Context: an optimization exercise on an open-source flow, tuned for small area. The choices shown serve that exercise and are no tape-out recipe. No functional check of the RTL was part of any run shown here. Power is estimated from default activity; no workload was simulated.

[flow/flow/run.sh]
#!/bin/bash
# Standard layout, with the smallest buffer on the ports and no dummy
# clock-tree loads.
set -euo pipefail
export BUFFER_PORTS_ARGS="-buffer_cell sky130_fd_sc_hd__buf_1"
export CTS_ARGS="-sink_clustering_enable -repair_clock_nets -dont_use_dummy_load"
bash standard.sh > standard.log 2>&1
[flow/standard.sh]
#!/bin/bash
# synth_recipe.tcl (not shown) runs the flow's synth.tcl, then flattens the netlist and writes it again
# the make line also repeats each setting of config.mk as NAME=value (left out here)
make -C /OpenROAD-flow-scripts/flow DESIGN_CONFIG=/design/flow/config.mk WORK_HOME=/design/flow/orfs CLKGATE_MAP_FILE= SYNTH_SCRIPT=/design/flow/synth_recipe.tcl "${@:-finish}"
[flow/config.mk]
export PLATFORM = sky130hd
export DESIGN_NAME = fb_port
export DESIGN_NICKNAME = fb_port
export VERILOG_FILES = /design/flow/design.v
export SDC_FILE = /design/flow/constraint.sdc
export NUM_CORES = 4
export LEC_CHECK = 0
export CAP_MARGIN = 20
export CORE_MARGIN = 2
export CORE_UTILIZATION = 40
export SLEW_MARGIN = 20
[flow/constraint.sdc]
create_clock -name core_clock -period 12.0 [get_ports {clk}]
set_input_delay 2.4000 -clock core_clock [delete_from_list [all_inputs] [get_ports {clk}]]
set_output_delay 2.4000 -clock core_clock [all_outputs]
set_load 0.01 [all_outputs]
[flow/design.v]
module fb_port (
    input  wire        clk,
    input  wire        rst,               
    input  wire [35:0] time_now,          
    input  wire [3:0]  fb_in,             
    input  wire [1:0]  cfg_mode,          
    input  wire [7:0]  cfg_filt_n,
    input  wire [3:0]  cfg_pol,
    input  wire        cfg_dir,
    input  wire [7:0]  cfg_err_limit,
    input  wire [15:0] cfg_err_decay,     
    input  wire        cfg_alarm_en,
    input  wire [1:0]  cfg_z_mode,
    input  wire [2:0]  cfg_z_gate,
    input  wire [35:0] cfg_index_period,
    input  wire [15:0] cfg_index_tol,
    input  wire [15:0] cfg_hall_ill_t,    
    input  wire        z_arm,
    input  wire        fault_reset,
    input  wire [1:0]  latch_clr,
    output reg  [35:0] pos,
    output reg  [35:0] edge_time,
    output wire [3:0]  lines,
    output wire [7:0]  hall_sector,
    output reg  [7:0]  err_level,
    output reg  [35:0] err_count,
    output reg  [1:0]  latch,
    output reg  [35:0] index_pos,
    output reg  [35:0] index_time,
    output reg  [35:0] index_count,
    output wire [13:0] status
);
    reg  [6:0] us_cnt;
    wire       us_tick = (us_cnt == 7'd99);
    wire [7:0] us_c;
    wire [6:0] us_inc;
    assign us_c[0] = 1'b1;
    genvar gi;
    generate for (gi = 0; gi < 7; gi = gi + 1) begin : g_us
        assign us_inc[gi]  = us_cnt[gi] ^ us_c[gi];
        assign us_c[gi+1]  = us_cnt[gi] & us_c[gi];
    end endgenerate
    always @(posedge clk) begin
        if (rst || us_tick) us_cnt <= 7'd0;
        else                us_cnt <= us_inc;
    end
    reg  [1:0] mode_q;
    wire       mode_entry = (cfg_mode != mode_q);
    always @(posedge clk) begin
        if (rst) mode_q <= 2'd0;
        else     mode_q <= cfg_mode;
    end
    reg  [3:0]  samp;
    reg  [3:0]  filt;
    reg  [7:0]  run_k [0:3];
    reg  [35:0] run_t [0:2];
    wire [3:0]  run_done;
    wire [3:0]  restart;
    wire [3:0]  filt_nx;
    wire [7:0]  run_inc [0:3];
    generate for (gi = 0; gi < 4; gi = gi + 1) begin : g_line
        wire [8:0] ic;
        wire [8:0] gc;
        assign ic[0] = 1'b1;
        assign gc[0] = 1'b1;
        genvar gj;
        for (gj = 0; gj < 8; gj = gj + 1) begin : g_bit
            assign run_inc[gi][gj] = run_k[gi][gj] ^ ic[gj];
            assign ic[gj+1]        = run_k[gi][gj] & ic[gj];
            assign gc[gj+1] = (run_k[gi][gj] & ~cfg_filt_n[gj]) |
                              ((run_k[gi][gj] | ~cfg_filt_n[gj]) & gc[gj]);
        end
        assign run_done[gi] = gc[8];
        assign restart[gi]  = (samp[gi] == filt[gi]) || run_done[gi];
        assign filt_nx[gi]  = run_done[gi] ? samp[gi] : filt[gi];
        always @(posedge clk) begin
            if (rst || restart[gi]) run_k[gi] <= 8'd1;
            else                    run_k[gi] <= run_inc[gi];
        end
        if (gi < 3) begin : g_t
            always @(posedge clk)
                if (restart[gi]) run_t[gi] <= time_now;
        end
    end endgenerate
    always @(posedge clk) begin
        if (rst) begin
            samp <= 4'd0;
            filt <= 4'd0;
        end else begin
            samp <= fb_in ^ cfg_pol;
            filt <= filt_nx;
        end
    end
    assign lines = filt;
    wire [3:0] chg = filt_nx ^ filt;
    wire [1:0] ph_old = {filt[1],    filt[0]    ^ filt[1]};
    wire [1:0] ph_new = {filt_nx[1], filt_nx[0] ^ filt_nx[1]};
    wire [1:0] ph_d   = ph_new - ph_old;
    wire q_mode = !mode_entry && (cfg_mode == 2'd1);
    wire q_step = q_mode && ph_d[0];
    wire q_neg  = ph_d[1];
    wire q_err  = q_mode && (ph_d == 2'd2);
    reg  [2:0]  hs;
    wire        h_none       = hs[2] & hs[1];
    wire        hall_invalid = h_none & !hs[0];
    wire [2:0] hcode = {filt_nx[0], filt_nx[1], filt_nx[2]};    
    reg  [2:0] hsec;
    reg        hlegal;
    always @(*) begin
        hlegal = 1'b1;
        case (hcode)
            3'b100:  hsec = 3'd0;
            3'b110:  hsec = 3'd1;
            3'b010:  hsec = 3'd2;
            3'b011:  hsec = 3'd3;
            3'b001:  hsec = 3'd4;
            3'b101:  hsec = 3'd5;
            default: begin hsec = 3'd0; hlegal = 1'b0; end
        endcase
    end
    wire [3:0] h_dd  = {1'b0, hsec} - {1'b0, hs};
    wire       h_fwd = (h_dd == 4'd1) || (h_dd == 4'b1011);
    wire       h_bwd = (h_dd == 4'b1111) || (h_dd == 4'd5);
    wire h_mode   = !mode_entry && (cfg_mode == 2'd2);
    wire h_change = h_mode && (chg[2:0] != 3'd0);
    wire h_take   = h_change && hlegal;
    wire h_step   = h_take && !h_none && (h_fwd || h_bwd);
    wire h_neg    = h_bwd;
    wire h_err    = h_take && !h_none && !h_fwd && !h_bwd && (h_dd != 4'd0);
    reg  [15:0] hill_c;
    wire [16:0] hill_ic;
    wire [15:0] hill_inc;
    wire [16:0] hill_gc;
    assign hill_ic[0] = us_tick;
    assign hill_gc[0] = 1'b1;
    generate for (gi = 0; gi < 16; gi = gi + 1) begin : g_hill
        assign hill_inc[gi]  = hill_c[gi] ^ hill_ic[gi];
        assign hill_ic[gi+1] = hill_c[gi] & hill_ic[gi];
        assign hill_gc[gi+1] = (hill_c[gi] & ~cfg_hall_ill_t[gi]) |
                               ((hill_c[gi] | ~cfg_hall_ill_t[gi]) & hill_gc[gi]);
    end endgenerate
    wire h_ill_run  = h_mode && !hlegal && !h_change && !hall_invalid;
    wire h_ill_done = h_ill_run && us_tick && hill_gc[16];
    always @(posedge clk) begin
        if (rst || !h_ill_run) hill_c <= 16'd1;
        else                   hill_c <= hill_inc;
    end
    always @(posedge clk) begin
        if (rst || mode_entry) hs <= 3'd7;
        else if (h_take)       hs <= hsec;
        else if (h_ill_done)   hs <= 3'd6;
    end
    assign hall_sector = {{5{h_none}}, hs[2:1], hs[0] | h_none};
    wire        step     = q_step || h_step;
    wire        step_neg = (q_step ? q_neg : h_neg) ^ cfg_dir;
    wire        err      = q_err || h_err;
    wire [35:0] pos_nx;
    wire [36:0] pos_t;
    assign pos_t[0] = step;
    generate for (gi = 0; gi < 36; gi = gi + 1) begin : g_pos
        assign pos_nx[gi]  = pos[gi] ^ pos_t[gi];
        assign pos_t[gi+1] = pos_t[gi] & (pos[gi] ^ step_neg);
    end endgenerate
    reg dir_neg;
    wire        et_s0 = !rst && step && chg[0];
    wire        et_s1 = !rst && step && !chg[0] && chg[1];
    wire        et_s2 = !rst && step && !chg[0] && !chg[1];
    wire        et_sh = !rst && !step;
    wire [35:0] et_nx = ({36{et_s0}} & run_t[0]) | ({36{et_s1}} & run_t[1]) |
                        ({36{et_s2}} & run_t[2]) | ({36{et_sh}} & edge_time);
    always @(posedge clk) begin
        edge_time <= et_nx;
        if (rst) begin
            pos     <= 36'd0;
            dir_neg <= 1'b0;
        end else begin
            pos <= pos_nx;
            if (step) dir_neg <= step_neg;
        end
    end
    reg  [15:0] decay_c;
    wire [16:0] dc_ic;
    wire [15:0] dc_inc;
    wire [16:0] dc_gc;
    assign dc_ic[0] = us_tick;
    assign dc_gc[0] = 1'b1;
    generate for (gi = 0; gi < 16; gi = gi + 1) begin : g_dc
        assign dc_inc[gi]  = decay_c[gi] ^ dc_ic[gi];
        assign dc_ic[gi+1] = decay_c[gi] & dc_ic[gi];
        assign dc_gc[gi+1] = (decay_c[gi] & ~cfg_err_decay[gi]) |
                             ((decay_c[gi] | ~cfg_err_decay[gi]) & dc_gc[gi]);
    end endgenerate
    wire lvl_zero  = (err_level == 8'd0);
    wire lvl_full  = (err_level == 8'hFF);
    wire decay_due = !lvl_zero && us_tick && dc_gc[16];
    wire       lvl_up = err && !decay_due && !lvl_full;
    wire       lvl_dn = decay_due && !err;
    wire [7:0] lvl_nx;
    wire [8:0] lvl_t;
    assign lvl_t[0] = lvl_up | lvl_dn;
    generate for (gi = 0; gi < 8; gi = gi + 1) begin : g_lvl
        assign lvl_nx[gi]  = err_level[gi] ^ lvl_t[gi];
        assign lvl_t[gi+1] = lvl_t[gi] & (err_level[gi] ^ lvl_dn);
    end endgenerate
    always @(posedge clk) begin
        if (rst || mode_entry || fault_reset) begin
            err_level <= 8'd0;
            decay_c   <= 16'd1;
        end else begin
            err_level <= lvl_nx;
            if (lvl_zero || decay_due)
                decay_c <= 16'd1;
            else
                decay_c <= dc_inc;
        end
    end
    wire ec_lo = &err_count[17:0];
    wire [35:0] ec_nx;
    wire [36:0] ec_c;
    assign ec_c[0] = err;
    generate for (gi = 0; gi < 36; gi = gi + 1) begin : g_ec
        wire a = err_count[gi];
        wire c = (gi == 18) ? (err & ec_lo) : ec_c[gi];
        assign ec_nx[gi]  = a ^ c;
        assign ec_c[gi+1] = a & c;
    end endgenerate
    always @(posedge clk) begin
        if (rst) err_count <= 36'd0;
        else     err_count <= ec_nx;
    end
    wire [8:0] lf_gc;
    assign lf_gc[0] = 1'b1;
    generate for (gi = 0; gi < 8; gi = gi + 1) begin : g_lf
        assign lf_gc[gi+1] = (err_level[gi] & ~cfg_err_limit[gi]) |
                             ((err_level[gi] | ~cfg_err_limit[gi]) & lf_gc[gi]);
    end endgenerate
    wire alarm     = cfg_alarm_en && (cfg_mode != 2'd0) && filt[3];
    wire lvl_fault = (cfg_err_limit != 8'd0) && lf_gc[8];
    reg fs_level, fs_alarm;
    always @(posedge clk) begin
        if (rst || mode_entry || fault_reset) begin
            fs_level <= 1'b0;
            fs_alarm <= 1'b0;
        end else begin
            if (lvl_fault) fs_level <= 1'b1;
            if (alarm)     fs_alarm <= 1'b1;
        end
    end
    wire fault = fs_level | fs_alarm;
    reg z_armed, index_seen, idx_ref_valid;
    wire z_gate_ok = cfg_z_gate[2] || ({filt_nx[0], filt_nx[1]} == cfg_z_gate[1:0]);
    wire z_qual    = q_mode && chg[2] && filt_nx[2] && z_gate_ok;
    wire z_act     = z_qual && ((cfg_z_mode == 2'd1) || (cfg_z_mode == 2'd2 && z_armed));
    wire dir_change = step && (step_neg != dir_neg);
    wire ref_ok     = idx_ref_valid && !err && !dir_change;
    reg        z_act_q;
    reg        chk_pend;
    reg [35:0] nsteps;      
    wire ns_lo = !z_act_q && (&nsteps[17:0]);
    wire [35:0] ns_nx;
    wire [36:0] ns_c;
    assign ns_c[0] = step;
    generate for (gi = 0; gi < 36; gi = gi + 1) begin : g_ns
        wire a = nsteps[gi] & !z_act_q;
        wire c = (gi == 18) ? (step & ns_lo) : ns_c[gi];
        assign ns_nx[gi]  = a ^ c;
        assign ns_c[gi+1] = a & c;
    end endgenerate
    always @(posedge clk) begin
        z_act_q <= z_act;
        nsteps  <= ns_nx;
        if (rst) chk_pend <= 1'b0;
        else     chk_pend <= z_act && (cfg_z_mode == 2'd1) && (cfg_index_period != 36'd0) && ref_ok;
    end
    wire        d_neg = nsteps[35];
    wire [34:0] d_a   = nsteps[34:0] ^ {35{d_neg}};
    wire [15:0] al    = d_a[15:0];
    wire [19:0] ah    = {1'b0, d_a[34:16]};
    wire [15:0] npl   = ~cfg_index_period[15:0];
    wire [19:0] ph    = cfg_index_period[35:16];
    wire [15:0] tl    = cfg_index_tol;
    wire [16:0] cb, c0, c1, y0, y1;
    wire [15:0] x;
    assign cb[0] = 1'b1;
    assign c0[0] = 1'b1;
    assign c1[0] = 1'b1;
    assign y0[0] = d_neg;
    assign y1[0] = d_neg;
    generate for (gi = 0; gi < 16; gi = gi + 1) begin : g_lo
        assign cb[gi+1] = (al[gi] & npl[gi]) | ((al[gi] | npl[gi]) & cb[gi]);
        assign x[gi]    = al[gi] ^ npl[gi] ^ ~tl[gi];
        assign y0[gi+1] = (al[gi] & npl[gi]) | ((al[gi] | npl[gi]) & ~tl[gi]);
        assign y1[gi+1] = (al[gi] & npl[gi]) | ((al[gi] | npl[gi]) & tl[gi]);
        assign c0[gi+1] = (x[gi] & y0[gi]) | ((x[gi] | y0[gi]) & c0[gi]);
        assign c1[gi+1] = (~x[gi] & y1[gi]) | ((~x[gi] | y1[gi]) & c1[gi]);
    end endgenerate
    wire bl = !cb[16];
    wire b0 = bl ? (y0[16] | c0[16]) : (y0[16] & c0[16]);
    wire b1 = bl ? !(y1[16] | c1[16]) : !(y1[16] & c1[16]);
    wire [10:0] hl = {1'b0, ah[9:0]}   - {1'b0, ph[9:0]};
    wire [10:0] hu = {1'b0, ah[19:10]} - {1'b0, ph[19:10]};
    wire hl_z  = (hl == 11'h000);
    wire hl_p1 = (hl == 11'h001);
    wire hl_m1 = (hl == 11'h7FF);
    wire hl_x1 = (hl == 11'h401);    
    wire hl_x2 = (hl == 11'h3FF);    
    wire hu_z  = (hu == 11'h000);
    wire hu_p1 = (hu == 11'h001);
    wire hu_m1 = (hu == 11'h7FF);
    wire h_z   = hu_z & hl_z;
    wire h_p1  = (hu_z & hl_p1) | (hu_p1 & hl_x1);
    wire h_m1  = (hu_z & hl_m1) | (hu_m1 & hl_x2);
    wire g_hi0  = bl ? h_p1 : h_z;
    wire g_him1 = bl ? h_z  : h_m1;
    wire        dist_bad = !(g_hi0 || g_him1) || (g_hi0 && b0) || (g_him1 && b1);
    wire        dist_set = chk_pend && dist_bad;
    wire ic_lo = &index_count[17:0];
    wire ix_s  = !rst && z_act;
    wire ix_h  = !rst && !z_act;
    wire [35:0] ic_nx;
    wire [36:0] ic_c;
    assign ic_c[0] = z_act;
    generate for (gi = 0; gi < 36; gi = gi + 1) begin : g_ic
        wire a = index_count[gi];
        wire c = (gi == 18) ? (z_act & ic_lo) : ic_c[gi];
        assign ic_nx[gi]  = a ^ c;
        assign ic_c[gi+1] = a & c;
    end endgenerate
    always @(posedge clk) begin
        index_pos  <= ({36{ix_s}} & pos_nx)   | ({36{ix_h}} & index_pos);
        index_time <= ({36{ix_s}} & run_t[2]) | ({36{ix_h}} & index_time);
        if (rst) index_count <= 36'd0;
        else     index_count <= ic_nx;
    end
    always @(posedge clk) begin
        if (rst || mode_entry) begin
            z_armed       <= 1'b0;
            index_seen    <= 1'b0;
            idx_ref_valid <= 1'b0;
        end else begin
            if (z_arm && cfg_z_mode == 2'd2)
                z_armed <= 1'b1;
            else if (z_act && cfg_z_mode == 2'd2)
                z_armed <= 1'b0;
            if (z_act) begin
                index_seen    <= 1'b1;
                idx_ref_valid <= 1'b1;
            end else if (err || dir_change) begin
                idx_ref_valid <= 1'b0;
            end
        end
    end
    always @(posedge clk) begin
        if (rst) latch <= 2'd0;
        else     latch <= (latch & ~latch_clr) | {dist_set, err};
    end
    assign status = {fs_alarm, fs_level, 3'b000, 1'b0, alarm, index_seen, z_armed,
                     hall_invalid, fault, dir_neg, 2'b00};
endmodule
==> results of run 1 <==
[cell usage in the layout, fill, tap and decap left out, types with 11 or more instances in the layout]
cell	count
nand2b_1	34
nor2b_1	132
maj3_1	29
or3_1	11
and3_1	13
nand3_1	33
xnor2_1	57
a21oi_1	85
inv_1	135
nand4_1	28
a211oi_1	49
ha_1	215
clkbuf_16	50
edfxtp_1	108
o21ai_0	42
a2111oi_0	12
nor2_1	162
buf_4	17
buf_1	403
nand2_1	170
o22ai_1	25
fa_1	35
xor2_1	58
nor3_1	36
and2_1	62
dfxtp_1	353
a22oi_1	79
nor4_1	49
[registers in the layout (all words and copies together) (netlist names), 2 cells and up]
register / cells
index_pos: 36
hill_c: 16
samp: 4
latch: 2
mode_q: 2
decay_c: 16
nsteps: 36
index_count: 36
pos: 36
err_level: 8
index_time: 36
err_count: 36
filt: 4
us_cnt: 7
run_k: 32
run_t: 108
hs: 3
edge_time: 36
[cell families (layout without fill, tap and decap cells)]
group | after synthesis | count (layout) | share of synthesized area [%]
buffers and inverters | 320 | 610 | 6.632
AND/OR/NAND/NOR | 780 | 780 | 17.15
other | 1 | 8 | 0.01579
multiplexers | 13 | 13 | 0.5636
XOR/XNOR | 116 | 116 | 4.277
AO/OA/AOI/OAI | 415 | 415 | 12.33
flip-flops | 462 | 462 | 43.49
adder cells (fa/ha/maj) | 280 | 280 | 15.54
[cell usage after synthesis, drive strengths merged, types with 52 or more instances]
| cell | instances |
|---|---|
| dfxtp | 354 |
| ha | 215 |
| nand2 | 170 |
| nor2 | 165 |
| inv | 138 |
| nor2b | 132 |
| edfxtp | 108 |
| buf | 105 |
| a21oi | 85 |
| a22oi | 79 |
| clkbuf | 77 |
| and2 | 63 |
| xor2 | 59 |
| xnor2 | 57 |
| nor4 | 52 |
[layer usage]
layer / track usage (%) / routed length (µm) / up-vias
met5: 0 / 90 / -
met4: 6.604 / 1933 / 14
met3: 5.688 / 5041 / 130
met2: 34.39 / 30610 / 551
met1: 23.85 / 25510 / 8777
li1: - / - / 8897
[per-stage QoR]
step	power [µW]	utilization, %	hold slack, ps	area [µm²]
CTS	3173	45.25	405.5	26660
floorplan	1803	-	370.2	23770
global route	3259	45.26	424.4	26660
detailed placement	1878	43.13	391.6	25400
finish	3135	45.26	400.8	26660
global placement	1871	43.12	385.3	25400
[worst register-to-register path: cells and delay by family, from the launching register on]
kind	cells	cell delay (ps)
AO/OA/AOI/OAI	5	1760
AND/OR/NAND/NOR	2	250
buffers and inverters	3	700
XOR/XNOR	3	470
flip-flops	1	360
adder cells (fa/ha/maj)	19	4260
[power breakdown]
part	leakage, µW	internal (µW)	switching (µW)
registers	0.00395	1630	13.6
logic	0.00637	68.0	132
clock network	0.000616	726	562
total	0.0109	2430	708
[layout make-up]
type	instances	area, µm²
fill	5605	32250
multi-input combinational	1610	11920
sequential	462	10330
timing repair buffer	422	1668
clock buffer	50	1251
tap	773	967.2
inverter	138	519.2
antenna	2	5.005
[worst max path at each step]
stage                       to  slack (ps)
finish              nsteps[17]        2360
global route        nsteps[17]        1740
CTS                 nsteps[17]        2410
detailed placement  nsteps[17]        1890
global placement    nsteps[17]        2110
floorplan           nsteps[35]        2910
==> reports/qor.csv, run 1 <==
metric,value,unit
Worst Setup SP,cfg_filt_n[2],
GRT overflow,0,
Crit Reg-Reg Endpoint,nsteps[17],
DRT iter0 DRCs,979,
r2r startpoint,run_k[2][1],
crit path buf inv count,4,
predominant post-synthesis flop cell,dfxtp_1,
CP Data Arrival Time,10060,ps
R2R setup slack,4060,ps
worst-case clock buffer depth,3,
Worst path depth,34,
cts bufs inserted,50,
Die ar.,61350,µm²
synth unique cells,95,
post-route minimum period,9642,ps
fmax,0.1037,GHz
CP max stage delay,600,ps
WS Path Type,in -> reg,
Place WS,1890,ps
clock latency (worst-skew pair),590,ps
Die X,247.7,µm
DP HPWL,46290,µm
share of the synthesized area in the top cell type,29.84,%
Crit path max-delay family,adder cells,
Max Slew Vio Count,0,
startpoint types,input pin,
initial antenna violation count,9,
routed len/inst,18.28,µm
IO Pins,411,
first-pass GRT wire length,97300,µm
Layout Nets,3093,
unrepaired setup endpoints after global routing,false,
"EDFF count, synth",108,
post-CTS resize count,0,
post-route ant nets,0,
Post-CTS Setup Bufs,0,
final worst path period share,80.35,%
Hold Path Stages,1,
max_cap viols,0,
WP data required,12420,ps
# DRC,0,
Critical-path top delay cell,a2111oi_0,
post-synthesis cell count,2387,
setup TNS,0,ps
Synth Area per Inst,9.951,µm²
vias in the first global route,18032,
Synth area leader,dfxtp_1,
CTS sink cnt,462,
DRT Pass-1 Iters,5,
gr usage total,19.96,%
CTS tree,yes,
IO buf count,404,
Worst slew margin,27.52,%
sink of the worst hold path,run_k[1][0],
Clock Tree Root,clkbuf_16,
core region area,58910,µm²
final hold vios,0,
CP endpoint kind,register,
Hold Path Class,reg -> reg,
GP Congestion,0.8633,
synthesized area,23750,µm²
cts hold-fix bufs,0,
Worst Skew,74.47,ps
Die Y-Extent,247.7,µm
"most used cell, CP",ha_1,
H-tree levels,2,
maximum VDD drop,112.3,µV
setup ws final,2358,ps
non-filler instance count after layout,3457,
status,timing/DRC/antenna clean,
via density per instance,5.314,
Slew @ Worst Pin,1077,ps
Syn. warnings,3,
Hold Crit Start,run_k[1][0],
R2R depth,32,
vias post-DR,18369,
Layout area overhead,12.24,%
pwr dens,117.6,nW/µm²
clock transition at the registers of the reported paths,60,ps
Detailed Route WL,63180,µm
crit path max fanout,34,
largest net degree at the start of global routing,165,
synth top area cells,"dfxtp_1 30%, edfxtp_1 14%, ha_1 11%",
Final setup viols,0,
num rows,89,
Synth async-reset ratio,0,%
Synth Register Bits,462,
post-synthesis sequential area ratio,43.49,%
DP Cell Count,3405,
fraction of layout cells with a size suffix above 1,4.251,%
leak pwr,0.01094,µW
initial core utilization,40.32,%
==> inputs of run 2 (changes only) <==
--- a/flow/design.v
+++ b/flow/design.v
@@ -132,5 +132,5 @@
     wire [15:0] hill_inc;
     wire [16:0] hill_gc;
-    assign hill_ic[0] = us_tick;
+    assign hill_ic[0] = 1'b1;
     assign hill_gc[0] = 1'b1;
     generate for (gi = 0; gi < 16; gi = gi + 1) begin : g_hill
@@ -144,5 +144,5 @@
     always @(posedge clk) begin
         if (rst || !h_ill_run) hill_c <= 16'd1;
-        else                   hill_c <= hill_inc;
+        else if (us_tick)      hill_c <= hill_inc;
     end
     always @(posedge clk) begin
@@ -155,4 +155,5 @@
     wire        step_neg = (q_step ? q_neg : h_neg) ^ cfg_dir;
     wire        err      = q_err || h_err;
+    wire [35:0] stamp    = chg[0] ? run_t[0] : (chg[1] ? run_t[1] : run_t[2]);
     wire [35:0] pos_nx;
     wire [36:0] pos_t;
@@ -163,18 +164,15 @@
     end endgenerate
     reg dir_neg;
-    wire        et_s0 = !rst && step && chg[0];
-    wire        et_s1 = !rst && step && !chg[0] && chg[1];
-    wire        et_s2 = !rst && step && !chg[0] && !chg[1];
-    wire        et_sh = !rst && !step;
-    wire [35:0] et_nx = ({36{et_s0}} & run_t[0]) | ({36{et_s1}} & run_t[1]) |
-                        ({36{et_s2}} & run_t[2]) | ({36{et_sh}} & edge_time);
     always @(posedge clk) begin
-        edge_time <= et_nx;
         if (rst) begin
-            pos     <= 36'd0;
-            dir_neg <= 1'b0;
+            pos       <= 36'd0;
+            edge_time <= 36'd0;
+            dir_neg   <= 1'b0;
         end else begin
             pos <= pos_nx;
-            if (step) dir_neg <= step_neg;
+            if (step) begin
+                edge_time <= stamp;
+                dir_neg   <= step_neg;
+            end
         end
     end
@@ -183,5 +181,5 @@
     wire [15:0] dc_inc;
     wire [16:0] dc_gc;
-    assign dc_ic[0] = us_tick;
+    assign dc_ic[0] = 1'b1;
     assign dc_gc[0] = 1'b1;
     generate for (gi = 0; gi < 16; gi = gi + 1) begin : g_dc
@@ -211,17 +209,14 @@
             if (lvl_zero || decay_due)
                 decay_c <= 16'd1;
-            else
+            else if (us_tick)
                 decay_c <= dc_inc;
         end
     end
-    wire ec_lo = &err_count[17:0];
     wire [35:0] ec_nx;
     wire [36:0] ec_c;
     assign ec_c[0] = err;
     generate for (gi = 0; gi < 36; gi = gi + 1) begin : g_ec
-        wire a = err_count[gi];
-        wire c = (gi == 18) ? (err & ec_lo) : ec_c[gi];
-        assign ec_nx[gi]  = a ^ c;
-        assign ec_c[gi+1] = a & c;
+        assign ec_nx[gi]  = err_count[gi] ^ ec_c[gi];
+        assign ec_c[gi+1] = err_count[gi] & ec_c[gi];
     end endgenerate
     always @(posedge clk) begin
@@ -257,5 +252,4 @@
     reg        chk_pend;
     reg [35:0] nsteps;      
-    wire ns_lo = !z_act_q && (&nsteps[17:0]);
     wire [35:0] ns_nx;
     wire [36:0] ns_c;
@@ -263,7 +257,6 @@
     generate for (gi = 0; gi < 36; gi = gi + 1) begin : g_ns
         wire a = nsteps[gi] & !z_act_q;
-        wire c = (gi == 18) ? (step & ns_lo) : ns_c[gi];
-        assign ns_nx[gi]  = a ^ c;
-        assign ns_c[gi+1] = a & c;
+        assign ns_nx[gi]  = a ^ ns_c[gi];
+        assign ns_c[gi+1] = a & ns_c[gi];
     end endgenerate
     always @(posedge clk) begin
@@ -274,62 +267,44 @@
     end
     wire        d_neg = nsteps[35];
-    wire [34:0] d_a   = nsteps[34:0] ^ {35{d_neg}};
-    wire [15:0] al    = d_a[15:0];
-    wire [19:0] ah    = {1'b0, d_a[34:16]};
-    wire [15:0] npl   = ~cfg_index_period[15:0];
-    wire [19:0] ph    = cfg_index_period[35:16];
-    wire [15:0] tl    = cfg_index_tol;
-    wire [16:0] cb, c0, c1, y0, y1;
-    wire [15:0] x;
-    assign cb[0] = 1'b1;
-    assign c0[0] = 1'b1;
-    assign c1[0] = 1'b1;
-    assign y0[0] = d_neg;
-    assign y1[0] = d_neg;
-    generate for (gi = 0; gi < 16; gi = gi + 1) begin : g_lo
-        assign cb[gi+1] = (al[gi] & npl[gi]) | ((al[gi] | npl[gi]) & cb[gi]);
-        assign x[gi]    = al[gi] ^ npl[gi] ^ ~tl[gi];
-        assign y0[gi+1] = (al[gi] & npl[gi]) | ((al[gi] | npl[gi]) & ~tl[gi]);
-        assign y1[gi+1] = (al[gi] & npl[gi]) | ((al[gi] | npl[gi]) & tl[gi]);
-        assign c0[gi+1] = (x[gi] & y0[gi]) | ((x[gi] | y0[gi]) & c0[gi]);
-        assign c1[gi+1] = (~x[gi] & y1[gi]) | ((~x[gi] | y1[gi]) & c1[gi]);
-    end endgenerate
-    wire bl = !cb[16];
-    wire b0 = bl ? (y0[16] | c0[16]) : (y0[16] & c0[16]);
-    wire b1 = bl ? !(y1[16] | c1[16]) : !(y1[16] & c1[16]);
-    wire [10:0] hl = {1'b0, ah[9:0]}   - {1'b0, ph[9:0]};
-    wire [10:0] hu = {1'b0, ah[19:10]} - {1'b0, ph[19:10]};
-    wire hl_z  = (hl == 11'h000);
-    wire hl_p1 = (hl == 11'h001);
-    wire hl_m1 = (hl == 11'h7FF);
-    wire hl_x1 = (hl == 11'h401);    
-    wire hl_x2 = (hl == 11'h3FF);    
-    wire hu_z  = (hu == 11'h000);
-    wire hu_p1 = (hu == 11'h001);
-    wire hu_m1 = (hu == 11'h7FF);
-    wire h_z   = hu_z & hl_z;
-    wire h_p1  = (hu_z & hl_p1) | (hu_p1 & hl_x1);
-    wire h_m1  = (hu_z & hl_m1) | (hu_m1 & hl_x2);
-    wire g_hi0  = bl ? h_p1 : h_z;
-    wire g_him1 = bl ? h_z  : h_m1;
-    wire        dist_bad = !(g_hi0 || g_him1) || (g_hi0 && b0) || (g_him1 && b1);
+    wire [36:0] g;
+    wire [37:0] g_c;
+    assign g_c[0] = 1'b1;
+    generate for (gi = 0; gi < 36; gi = gi + 1) begin : g_g
+        wire a = (gi < 35) ? (nsteps[gi] ^ d_neg) : 1'b0;
+        wire b = ~cfg_index_period[gi];
+        assign g[gi]     = a ^ b ^ g_c[gi];
+        assign g_c[gi+1] = (a & b) | ((a | b) & g_c[gi]);
+    end endgenerate
+    assign g[36] = ~g_c[36];
+    wire        g_neg = g[36];
+    wire        hi_ok = (&g[36:16]) || !(|g[36:16]);
+    wire [16:0] t_c;
+    assign t_c[0] = g_neg ^ d_neg;
+    generate for (gi = 0; gi < 16; gi = gi + 1) begin : g_t
+        wire a = g[gi] ^ g_neg;
+        wire b = ~cfg_index_tol[gi];
+        assign t_c[gi+1] = (a & b) | ((a | b) & t_c[gi]);
+    end endgenerate
+    wire        dist_bad = !hi_ok || t_c[16];
     wire        dist_set = chk_pend && dist_bad;
-    wire ic_lo = &index_count[17:0];
-    wire ix_s  = !rst && z_act;
-    wire ix_h  = !rst && !z_act;
     wire [35:0] ic_nx;
     wire [36:0] ic_c;
     assign ic_c[0] = z_act;
     generate for (gi = 0; gi < 36; gi = gi + 1) begin : g_ic
-        wire a = index_count[gi];
-        wire c = (gi == 18) ? (z_act & ic_lo) : ic_c[gi];
-        assign ic_nx[gi]  = a ^ c;
-        assign ic_c[gi+1] = a & c;
+        assign ic_nx[gi]  = index_count[gi] ^ ic_c[gi];
+        assign ic_c[gi+1] = index_count[gi] & ic_c[gi];
     end endgenerate
     always @(posedge clk) begin
-        index_pos  <= ({36{ix_s}} & pos_nx)   | ({36{ix_h}} & index_pos);
-        index_time <= ({36{ix_s}} & run_t[2]) | ({36{ix_h}} & index_time);
-        if (rst) index_count <= 36'd0;
-        else     index_count <= ic_nx;
+        if (rst) begin
+            index_pos   <= 36'd0;
+            index_time  <= 36'd0;
+            index_count <= 36'd0;
+        end else begin
+            if (z_act) begin
+                index_pos  <= pos_nx;
+                index_time <= run_t[2];
+            end
+            index_count <= ic_nx;
+        end
     end
     always @(posedge clk) begin
==> flow/run.sh (new file) <==
#!/bin/bash
# synth_recipe.tcl (not shown) runs the flow's synth.tcl, then flattens the netlist and writes it again
# the make line also repeats each setting of config.mk as NAME=value (left out here)
make -C /OpenROAD-flow-scripts/flow DESIGN_CONFIG=/design/flow/config.mk WORK_HOME=/design/flow/orfs CLKGATE_MAP_FILE= SYNTH_SCRIPT=/design/flow/synth_recipe.tcl finish
removed: flow/flow/run.sh
removed: flow/standard.sh
==> reports/qor.csv, run 2 <==
metric,value,unit,change
crit path max fanout,6,,-82%
CP max stage delay,400,ps,-200 ps
simple-gate share of the synthesized area,17.41,%,+0.26 points
Synth Area in Compound Gates,9.504,%,-2.8 points
Hold Path Stages,1,,unchanged
DP HPWL,42580,µm,-8.0%
synthesized area,21750,µm²,-8.4%
Worst Skew,20.61,ps,-53.85 ps
Worst slew margin,32.89,%,+5.4 points
routed len/inst,17.88,µm,-2.2%
met1 Resource Use GR,25.70,%,+1.9 points
Crit Reg-Reg Endpoint,latch[1],,
Die Y-Extent,237.2,µm,-4.2%
first-pass GRT wire length,91010,µm,-6.5%
fraction of layout cells with a size suffix above 1,10.68,%,+6.4 points
predominant post-synthesis flop cell,dfxtp_1,,
GP Congestion,0.8695,,+0.72%
IO buf count,404,,unchanged
gr usage total,20.54,%,+0.59 points
"most used cell, CP",fa_2,,
synth cell count leaders,"354 x dfxtp_1, 292 x nand2_1, 169 x ha_1",,
"EDFF count, synth",108,,unchanged
Reg with most FFs,run_t,,
CTS sink cnt,462,,unchanged
R2R depth,52,,+63%
Max Slew Vio Count,0,,unchanged
initial antenna violation count,11,,+2
worst-case clock buffer depth,3,,unchanged
leak pwr,0.01148,µW,+4.9%
Hold Path Class,reg -> reg,,
startpoint types,input pin,,
cts bufs inserted,50,,unchanged
most frequent cells in the layout,"393 x clkdlybuf4s50_1, 353 x dfxtp_1, 289 x nand2_1",,
most numerous cell in the Yosys netlist,dfxtp_1,,
status,"complete, but fails checks",,
num rows,85,,-4.5%
via density per instance,5.016,,-5.6%
Synth Register Bits,462,,unchanged
Die X,237.2,µm,-4.2%
non-filler instance count after layout,3311,,-4.2%
Die ar.,56250,µm²,-8.3%
"most common cell after layout, fill and taps aside",clkdlybuf4s50_1,,
routing usage on met3,5.133,%,-0.55 points
Synth async-reset ratio,0,%,unchanged
post-route minimum period,16790,ps,+7152 ps
pwr dens,116.6,nW/µm²,-0.86%
initial core utilization,40.42,%,+0.094 points
WP data required,12490,ps,+70 ps
# DRC,0,,unchanged
CTS tree,yes,,
maximum VDD drop,119.1,µV,+6.0%
GRT Max-Usage Layer,met2,,
final hold vios,0,,unchanged
H-tree levels,2,,unchanged
final worst path period share,140.0,%,+60 points
largest net degree at the start of global routing,92,,-44%
Detailed Route WL,59210,µm,-6.3%
Hold Crit Start,run_k[3][0],,
max reg flops,108,,unchanged
FF/Latch Area,10330,µm²,unchanged
Critical-path top delay cell,fa_2,,
CP Data Arrival Time,17280,ps,+7220 ps
share of the synthesized area in the top cell type,32.58,%,+2.7 points
M2 GR Usage,35.44,%,+1.0 points
synth unique cells,86,,-9.5%
vias post-DR,16608,,-9.6%
DRT iter0 DRCs,752,,-23%
Slew @ Worst Pin,1007,ps,-70.62 ps
setup ws final,-4794,ps,-7152 ps
vias in the first global route,16381,,-9.2%
Synth Area per Inst,10.12,µm²,+1.7%
Layout area overhead,31.63,%,
clock transition at the registers of the reported paths,60,ps,about the same
Final setup viols,1,,+1
sink of the worst hold path,run_k[3][0],,
DRT Pass-1 Iters,5,,unchanged
WS Path Type,in -> reg,,
synth top area cells,"dfxtp_1 33%, edfxtp_1 15%, ha_1 9.7%",,
Adder-Cell Fraction of Synth Area,14.01,%,-1.5 points
combinational family with the most area after synthesis,simple AND/OR/NAND/NOR gates,,
r2r startpoint,nsteps[35],,
area occupied by multi-input gates,10940,µm²,-8.2%
XOR/XNOR Fraction of Synth Area,5.252,%,+0.97 points
clock latency (worst-skew pair),600,ps,about the same
post-route ant nets,0,,unchanged
post-synthesis cell count,2149,,-10%
Violated Checks,setup timing,,
Clock Tree Root,clkbuf_16,,
CP endpoint kind,register,,
fmax,0.05955,GHz,-43%
unrepaired setup endpoints after global routing,true,,
fill cell count,4797,,-14%
Synth area leader,dfxtp_1,,
Place WS,-5686,ps,-7576 ps
mux cell area share after synthesis,2.790,%,+2.2 points
core region area,53810,µm²,-8.6%
IO Pins,411,,unchanged
Layout Nets,2936,,-5.1%
max_cap viols,0,,unchanged
GRT overflow,0,,unchanged
DP Cell Count,3213,,-5.6%
post-synthesis sequential area ratio,47.49,%,+4.0 points
R2R setup slack,-3210,ps,-7270 ps
Syn. warnings,3,,unchanged
run 2: layout make-up:
cell class | count | area share [%]
clock inverters | 22 | 0.7080
flip-flops and latches | 462 | 36.09
diodes | 3 | 0.02622
inverters | 59 | 0.7823
clock buffers | 69 | 4.829
multi-input cells | 1515 | 38.23
well taps | 696 | 3.042
repair buffers | 485 | 16.30
run 2: worst max-delay path: cells and delay by family:
kind                     cells  cell delay (ps)
multiplexers                 1              150
adder cells (fa/ha/maj)     36            12130
buffers and inverters        6              740
AND/OR/NAND/NOR              1              300
AO/OA/AOI/OAI                8             1560
run 2: power by group:
group / switching [µW] / internal, µW / total [µW]
combinational: 107 / 97.9 / 205
sequential: 13.2 / 1630 / 1650
clock: 635 / 852 / 1490
total: 755 / 2580 / 3340
run 2: cell families (layout without fill, tap and decap cells):
logic type / Yosys count / count (layout)
buffers and inverters: 177 / 635
flip-flops: 462 / 462
adder cells (fa/ha/maj): 227 / 227
AO/OA/AOI/OAI: 325 / 325
other: 1 / 9
multiplexers: 58 / 58
XOR/XNOR: 128 / 128
AND/OR/NAND/NOR: 771 / 771
run 2: layer usage:
metal	part of all wire (%)	up-vias	wire, µm
li1	-	8247	-
met1	43	7906	25610
met2	48	345	28600
met3	6.2	96	3664
met4	2.1	14	1237
met5	0.16	-	93
run 2: metrics by stage:
| step | total power [µW] | util (%) | TNS (ps) | hold WS [ps] | cell area, µm² |
|---|---|---|---|---|---|
| 2_1_floorplan | 1771 | - | -4606 | 370.2 | 21860 |
| 3_3_place_gp | 1874 | 49.88 | -12350 | 382.5 | 26840 |
| 3_5_place_dp | 1881 | 49.88 | -14460 | 389.9 | 26840 |
| 4_1_cts | 3385 | 52.97 | -4661 | 403.9 | 28500 |
| 5_1_grt | 3463 | 53.19 | -5254 | 420.2 | 28620 |
| 6_report | 3338 | 53.20 | -4794 | 405.3 | 28630 |
run 2: worst max path at each step:
stage                              startpoint       end  slack (ps)  cells after the start
after floorplan           cfg_index_period[0]  latch[1]       -4610                     52
final                     cfg_index_period[0]  latch[1]       -4790                     52
after detailed placement  cfg_index_period[0]  latch[1]       -5690                     51
after global routing      cfg_index_period[0]  latch[1]       -5200                     52
after global placement    cfg_index_period[0]  latch[1]       -5370                     51
after CTS                 cfg_index_period[0]  latch[1]       -4660                     52
run 2: repair_timing:
action,CTS,global route
pin swaps,11,13
setup endpoints to repair,8,9
cloned,0,0
resized for setup,31,33
buffers inserted,0,4
hold buffers,0,0

-- afterwards: timing with drivers on the ports --
The results above use ideal ports. As a check the final layouts listed here were re-extracted and re-timed, cells and wires unchanged. Step 1, drivers: a clkbuf_16 drives clk and a buf_2 each remaining input, both assumed. Step 2 moves the port delays by t, midway between the first and last clock arrival at a register: inputs arrive t later, outputs are due t later. That takes back most of the time a late clock gives input paths. a / b / c = ideal / step 1 / step 2; a / b = the first two.
run | t (ns) | slack for setup (ns) | worst data-port slew with drivers (ns)
run 1 | 0.620 | 2.358 / 2.377 / 1.757 | 0.13
run 2 | 0.641 | -4.794 / -4.754 / -5.395 | 0.10
